Source: an optimization exercise on an open RTL-to-GDS flow (aim: small area, a short achievable clock period and few clock cycles per item). Production flows keep margins and buffers that such runs may drop. The RTL was checked by simulation tests, not by an equivalence proof against the original design. Power and IR drop assume default switching activity.

## job 7030
// oz_outer_fill
module oz_outer_fill (
    input  wire        clk,
    input  wire        rst,         
    input  wire        in_valid,
    output reg         in_ready,
    input  wire [7:0]  in_data,
    input  wire        in_erase,
    output reg         out_valid,
    output reg         out_fail,
    output wire [2:0]  out_cnt,
    output wire [23:0] out_pos,
    output wire [31:0] out_val
);
==> flow/config.mk <==
export PLATFORM = sky130hd
export DESIGN_NAME = oz_outer_fill
export DESIGN_NICKNAME = oz_outer_fill
export VERILOG_FILES = /design/flow/design.v
export SDC_FILE = /design/flow/constraint.sdc
export NUM_CORES = 4
export LEC_CHECK = 0
export CAP_MARGIN = 20
export CORE_MARGIN = 2
export CORE_UTILIZATION = 40
export SLEW_MARGIN = 20
==> flow/constraint.sdc <==
create_clock -name core_clock -period 15.0 [get_ports {clk}]
set_input_delay 3.0000 -clock core_clock [delete_from_list [all_inputs] [get_ports {clk}]]
set_output_delay 3.0000 -clock core_clock [all_outputs]
set_load 0.01 [all_outputs]
standard.sh (not shown) runs the stock make flow with config.mk's settings and CLKGATE_MAP_FILE= SYNTH_SCRIPT=/design/flow/synth_recipe.tcl, a recipe that flattens the netlist after the stock synthesis.
==> flow/flow/run.sh <==
#!/bin/bash
# The standard layout (standard.sh: ORFS synthesis with synth_recipe.tcl, then
# floorplan to finish) with three changes, none to the design's registers or constraints:
#  - ABC maps the logic with an area-oriented script (flow/abc_area.script) in place of
#    ORFS's delay-oriented abc_speed.script; ORFS's scripts are otherwise used unchanged,
#    from a copy whose abc_speed.script is replaced;
#  - every port still gets a buffer, but a buf_1 cell instead of the default delay-buffer
#    cell (the resizer may upsize it);
#  - the resizer's setup repair aims for more slack than the 15 ns clock needs.
# The whole make output goes to make_layout.log; ORFS keeps each step's log under orfs/logs.
set -euo pipefail
here=$(pwd)
rm -rf "$here/orfs_scripts"
cp -r "$FLOW_HOME/scripts" "$here/orfs_scripts"
cp "$here/flow/abc_area.script" "$here/orfs_scripts/abc_speed.script"
export SCRIPTS_DIR="$here/orfs_scripts"
export BUFFER_PORTS_ARGS="-buffer_cell sky130_fd_sc_hd__buf_1"
export SETUP_SLACK_MARGIN=11.0
bash standard.sh > make_layout.log 2>&1
==> flow/flow/abc_area.script <==
strash
&get -n
&fraig -x
&put
scorr
dc2
strash
&get -n
&dch -f
&nf -R 1000
&put
Testbench counts of job 7030, summed over its fixed seeds: cycles 185,935, items 2,400.
Inputs modified between job 7030 and job 5288:
--- a/flow/flow/abc_area.script
+++ b/flow/flow/abc_area.script
@@ -11 +11,6 @@
 &put
+strash
+&get -n
+&dch -f
+&nf -R 1000
+&put
Findings:
- Sort job 5288 and job 7030 by buffer count excluding the clock tree in the final layout, ascending, and job 5288 comes first.
- In the metrics for job 5288 and job 7030, the one carrying the higher post-cts sizing count is job 7030.
- Register share of the cell area was higher in the run labelled job 5288.
- Post-route minimum period deteriorates in job 5288 relative to job 7030.
- Post-synthesis instance area on job 5288 is down relative to job 7030.
- Job 5288: half-perimeter wire length after placement is 51 um lower than what job 7030 reported.
- Job 5288: final instance area about 1.7% below job 7030
- Job 5288: routed wire length is 0.54% higher than what job 7030 reported.
- Job 5288 vs job 7030 — logic depth of the worst register-to-register path dropped 1.
--- input diff job 5288..job 6008 ---
--- a/flow/flow/run.sh
+++ b/flow/flow/run.sh
@@ -17,3 +17,3 @@
 export BUFFER_PORTS_ARGS="-buffer_cell sky130_fd_sc_hd__buf_1"
-export SETUP_SLACK_MARGIN=11.0
+export SETUP_SLACK_MARGIN=10.9
 bash standard.sh > make_layout.log 2>&1
[summary]
Comparing arrival time at the worst endpoint for job 5288 and job 6008, the smaller number came from job 5288.
Job 6008 vs. job 5288: total met2 wirelength after detailed routing went down by about 3%.
Non-clock buffer count in the final layout for job 6008: 20 down relative to job 5288
Compared to job 5288, job 6008 has share of cell area taken by flip-flops and latches 0.81 points higher.
Diff job 5288 -> job 6008: clock network contribution to total cell area held steady; vertical die dimension held steady.
Inputs modified between job 6008 and job 4642:
--- a/flow/flow/run.sh
+++ b/flow/flow/run.sh
@@ -17,3 +17,3 @@
 export BUFFER_PORTS_ARGS="-buffer_cell sky130_fd_sc_hd__buf_1"
-export SETUP_SLACK_MARGIN=10.9
+export SETUP_SLACK_MARGIN=11.0
 bash standard.sh > make_layout.log 2>&1
==> flow/flow/abc_area.script <==
strash
&get -n
&fraig -x
&put
scorr
dc2
strash
&get -n
&dch -f
&nf -R 1000
&put
--- a/flow/config.mk
+++ b/flow/config.mk
@@ -10,2 +10,4 @@
 export CORE_UTILIZATION = 40
+export CTS_CLUSTER_DIAMETER = 100
+export CTS_CLUSTER_SIZE = 30
 export SLEW_MARGIN = 20
Findings:
Horizontal die dimension sits higher in job 4642 than in job 6008. Comparing job 6008 and job 4642, the higher share of the synthesized area in compound gates (AO/OA/AOI/OAI) is on job 6008. Half-perimeter wire length of the detailed placement result: job 4642 vs job 6008 up about 0.44%. Job 4642: all stages complete, timing, DRC and antenna checks passed. Summary of job 4642 over job 6008: cell total after placement shows an increase of 6; layout overhead on the synthesized area now sits higher.


oz_outer_fill, a different RTL version from the one above (not shown whole).
Size in the first run: roughly 87 flip-flops, about 74 I/O pins.
clock: 15.0 ns
lec_check: 0
cap_margin: 20
core_margin: 2
core_utilization: 55
slew_margin: 20
==> flow/flow/run.sh <==
#!/bin/bash
# The standard layout (standard.sh: ORFS synthesis with synth_recipe.tcl, then
# floorplan to finish) with three changes, none to the design's registers or constraints:
#  - ABC maps the logic with an area-oriented script (flow/abc_area.script) in place of
#    ORFS's delay-oriented abc_speed.script; ORFS's scripts are otherwise used unchanged,
#    from a copy whose abc_speed.script is replaced;
#  - every port still gets a buffer, but a buf_1 cell instead of the default delay-buffer
#    cell (the resizer may upsize it);
#  - the resizer's setup repair aims for more slack than the 15 ns clock needs.
# The whole make output goes to make_layout.log; ORFS keeps each step's log under orfs/logs.
set -euo pipefail
here=$(pwd)
rm -rf "$here/orfs_scripts"
cp -r "$FLOW_HOME/scripts" "$here/orfs_scripts"
cp "$here/flow/abc_area.script" "$here/orfs_scripts/abc_speed.script"
export SCRIPTS_DIR="$here/orfs_scripts"
export BUFFER_PORTS_ARGS="-buffer_cell sky130_fd_sc_hd__buf_1"
export SETUP_SLACK_MARGIN=10.9
bash standard.sh > make_layout.log 2>&1
==> flow/flow/abc_area.script <==
strash
&get -n
&fraig -x
&put
scorr
dc2
strash
&get -n
&dch -f
&nf -R 1000
&put
strash
&get -n
&dch -f
&nf -R 1000
&put
The baseline finished clean.
Testbench counts at the start, summed over its fixed seeds: cycles 185,935, items 2,400.
==> next run, changes <==
==> flow/flow/run.sh (replaced) <==
#!/bin/bash
# The standard layout (standard.sh: ORFS synthesis with synth_recipe.tcl, then floorplan,
# place, cts, route and finish) with three changes, none to the design's registers or to its
# constraints:
#  - ABC maps the logic with an area-oriented script (flow/abc_area.script) in place of ORFS's
#    delay-oriented abc_speed.script; ORFS's scripts are otherwise used unchanged, from a copy
#    whose abc_speed.script is replaced;
#  - every port still gets its buffer, but a buf_1 cell instead of the default delay-buffer
#    cell (the resizer may still upsize it);
#  - the resizer's setup repair aims for more slack than the 15 ns clock needs.
# Each make target's full output goes to its own log_<target>.log here; ORFS also keeps each
# tool's log under orfs/logs.
set -euo pipefail
here=$(pwd)
rm -rf "$here/orfs_scripts"
cp -r "$FLOW_HOME/scripts" "$here/orfs_scripts"
cp "$here/flow/abc_area.script" "$here/orfs_scripts/abc_speed.script"
export SCRIPTS_DIR="$here/orfs_scripts"
export BUFFER_PORTS_ARGS="-buffer_cell sky130_fd_sc_hd__buf_1"
export SETUP_SLACK_MARGIN=10.9
for target in synth floorplan place cts route finish; do
  bash standard.sh "$target" > "log_${target}.log" 2>&1
done
CORE_UTILIZATION = 40   (was 55)
CTS_BUF_LIST = sky130_fd_sc_hd__clkbuf_8   (was unset)
CTS_CLUSTER_SIZE = 12   (was unset)
GPL_TIMING_DRIVEN = 0   (was unset)
The changed run went through all stages and came out clean.
Synthesized cell count is unchanged.
Worst setup slack improved by 27 ps.
Routed wire length climbs by 0.73%.
Critical path depth decreases by 2.
==> next run, changes <==
==> flow/flow/run.sh (replaced) <==
#!/bin/bash
# The standard layout (standard.sh: ORFS synthesis with synth_recipe.tcl, then
# floorplan to finish) with three changes, none to the design's registers or constraints:
#  - ABC maps the logic with an area-oriented script (flow/abc_area.script) in place of
#    ORFS's delay-oriented abc_speed.script; ORFS's scripts are otherwise used unchanged,
#    from a copy whose abc_speed.script is replaced;
#  - every port still gets a buffer, but a buf_1 cell instead of the default delay-buffer
#    cell (the resizer may upsize it);
#  - the resizer's setup repair aims for more slack than the 15 ns clock needs.
# The whole make output goes to make_layout.log; ORFS keeps each step's log under orfs/logs.
set -euo pipefail
here=$(pwd)
rm -rf "$here/orfs_scripts"
cp -r "$FLOW_HOME/scripts" "$here/orfs_scripts"
cp "$here/flow/abc_area.script" "$here/orfs_scripts/abc_speed.script"
export SCRIPTS_DIR="$here/orfs_scripts"
export BUFFER_PORTS_ARGS="-buffer_cell sky130_fd_sc_hd__buf_1"
export SETUP_SLACK_MARGIN=10.9
bash standard.sh > make_layout.log 2>&1
CTS_BUF_LIST = unset   (was sky130_fd_sc_hd__clkbuf_8)
CTS_CLUSTER_SIZE = unset   (was 12)
=> Power increases by a few percent; area after synthesis does not change; fmax stays flat; register-to-register slack is about the same; worst setup slack improves by 3.5 ps; clock-buffer cell count rises by 1; clock skew drops by 4.9 ps; clock power rose by well over a third; cell area hardly moves; routed wire length falls slightly; worst hold slack got worse by 6.0 ps.
==> next run, changes <==
--- a/flow/flow/run.sh
+++ b/flow/flow/run.sh
@@ -18 +18 @@
-export SETUP_SLACK_MARGIN=10.9
+export SETUP_SLACK_MARGIN=10.8
GPL_TIMING_DRIVEN = unset   (was 0)
Effect: Fmax fell by 1.9%; critical path depth does not change; hold slack gets worse by 32 ps; worst setup slack gets worse by 80 ps; final area fell by 1.4%; core utilization fell by 0.69 points; sequential share of layout area rose by 0.37 points; sequential power rose by about 2%; global-route usage rose by 0.32 points; clock power rose by about 9%; combinational power fell by 3.7%.
==> next run, changes <==
--- a/flow/flow/run.sh
+++ b/flow/flow/run.sh
@@ -18 +18 @@
-export SETUP_SLACK_MARGIN=10.8
+export SETUP_SLACK_MARGIN=10.9
CTS_BUF_LIST = sky130_fd_sc_hd__clkbuf_8 sky130_fd_sc_hd__clkbuf_16   (was unset)
After rerunning: Clock power came out higher by about 4%. Total power came out higher by 0.89%. Die area stays the same. Synthesized cell count is unchanged. Setup slack gets better by 57 ps.
==> next run, changes <==
==> flow/flow/run.sh (replaced) <==
#!/bin/bash
# The standard layout (standard.sh: ORFS synthesis with synth_recipe.tcl, then floorplan,
# place, cts, route and finish) with three changes, none to the design's registers or to its
# constraints:
#  - ABC maps the logic with an area-oriented script (flow/abc_area.script) in place of ORFS's
#    delay-oriented abc_speed.script; ORFS's scripts are otherwise used unchanged, from a copy
#    whose abc_speed.script is replaced;
#  - every port still gets its buffer, but a buf_1 cell instead of the default delay-buffer
#    cell (the resizer may still upsize it);
#  - the resizer's setup repair aims for more slack than the 15 ns clock needs.
# Each make target's full output goes to its own log_<target>.log here; ORFS also keeps each
# tool's log under orfs/logs.
set -euo pipefail
here=$(pwd)
rm -rf "$here/orfs_scripts"
cp -r "$FLOW_HOME/scripts" "$here/orfs_scripts"
cp "$here/flow/abc_area.script" "$here/orfs_scripts/abc_speed.script"
export SCRIPTS_DIR="$here/orfs_scripts"
export BUFFER_PORTS_ARGS="-buffer_cell sky130_fd_sc_hd__buf_1"
export SETUP_SLACK_MARGIN=10.9
for target in synth floorplan place cts route finish; do
  bash standard.sh "$target" > "log_${target}.log" 2>&1
done
CTS_BUF_LIST = unset   (was sky130_fd_sc_hd__clkbuf_8 sky130_fd_sc_hd__clkbuf_16)
GPL_TIMING_DRIVEN = 0   (was unset)
What happened: Final area hardly moves; clock-buffer cell count rises by 1; via count is lower by 1.3%; total power fell by 1.1%; sequential cell count is unchanged.

[separate check: timing with driven ports]
The flow's constraints put no driver on any port. The routed layouts listed below were extracted and timed again, unchanged, in two steps.
Step 1 assumes that a clkbuf_16 drives the clock port and a buf_2 every other input.
Step 2 moves the port delays by t, midway between the first and last clock arrival at a register: inputs arrive t later, outputs are due t later. That takes back most of the time a late clock gives input paths.
Three values: ideal, step 1, step 2; two values: the first two.
run | t, ns | slack for setup (ns) | hold WS [ns] | worst setup path after step 2
job 7030 | 0.390 | 10.995 / 10.954 / 10.740 | 0.505 / 0.505 / 0.505 | input to register
job 5288 | 0.398 | 10.982 / 10.939 / 10.724 | 0.491 / 0.491 / 0.491 | input to register
job 6008 | 0.394 | 10.948 / 10.911 / 10.558 | 0.483 / 0.483 / 0.483 | input to register
job 4642 | 0.390 | 10.995 / 10.954 / 10.740 | 0.505 / 0.505 / 0.505 | input to register
the first run of note 2 | 0.393 | 10.912 / 10.881 / 10.539 | 0.515 / 0.515 / 0.515 | input to register
the second run of note 2 | 0.414 | 10.939 / 10.899 / 10.601 | 0.530 / 0.530 / 0.530 | input to register
the third run of note 2 | 0.389 | 10.942 / 10.901 / 10.586 | 0.524 / 0.524 / 0.524 | input to register
the fourth run of note 2 | 0.394 | 10.862 / 10.821 / 10.493 | 0.493 / 0.493 / 0.493 | input to register
the fifth run of note 2 | 0.395 | 10.919 / 10.876 / 10.533 | 0.505 / 0.505 / 0.505 | input to register
the sixth run of note 2 | 0.389 | 10.942 / 10.901 / 10.586 | 0.524 / 0.524 / 0.524 | input to register
After both steps every run listed still meets setup and hold. The setup slack of job 6008, which loses most, moves by -0.037 ns with the drivers and by -0.390 ns with both steps.
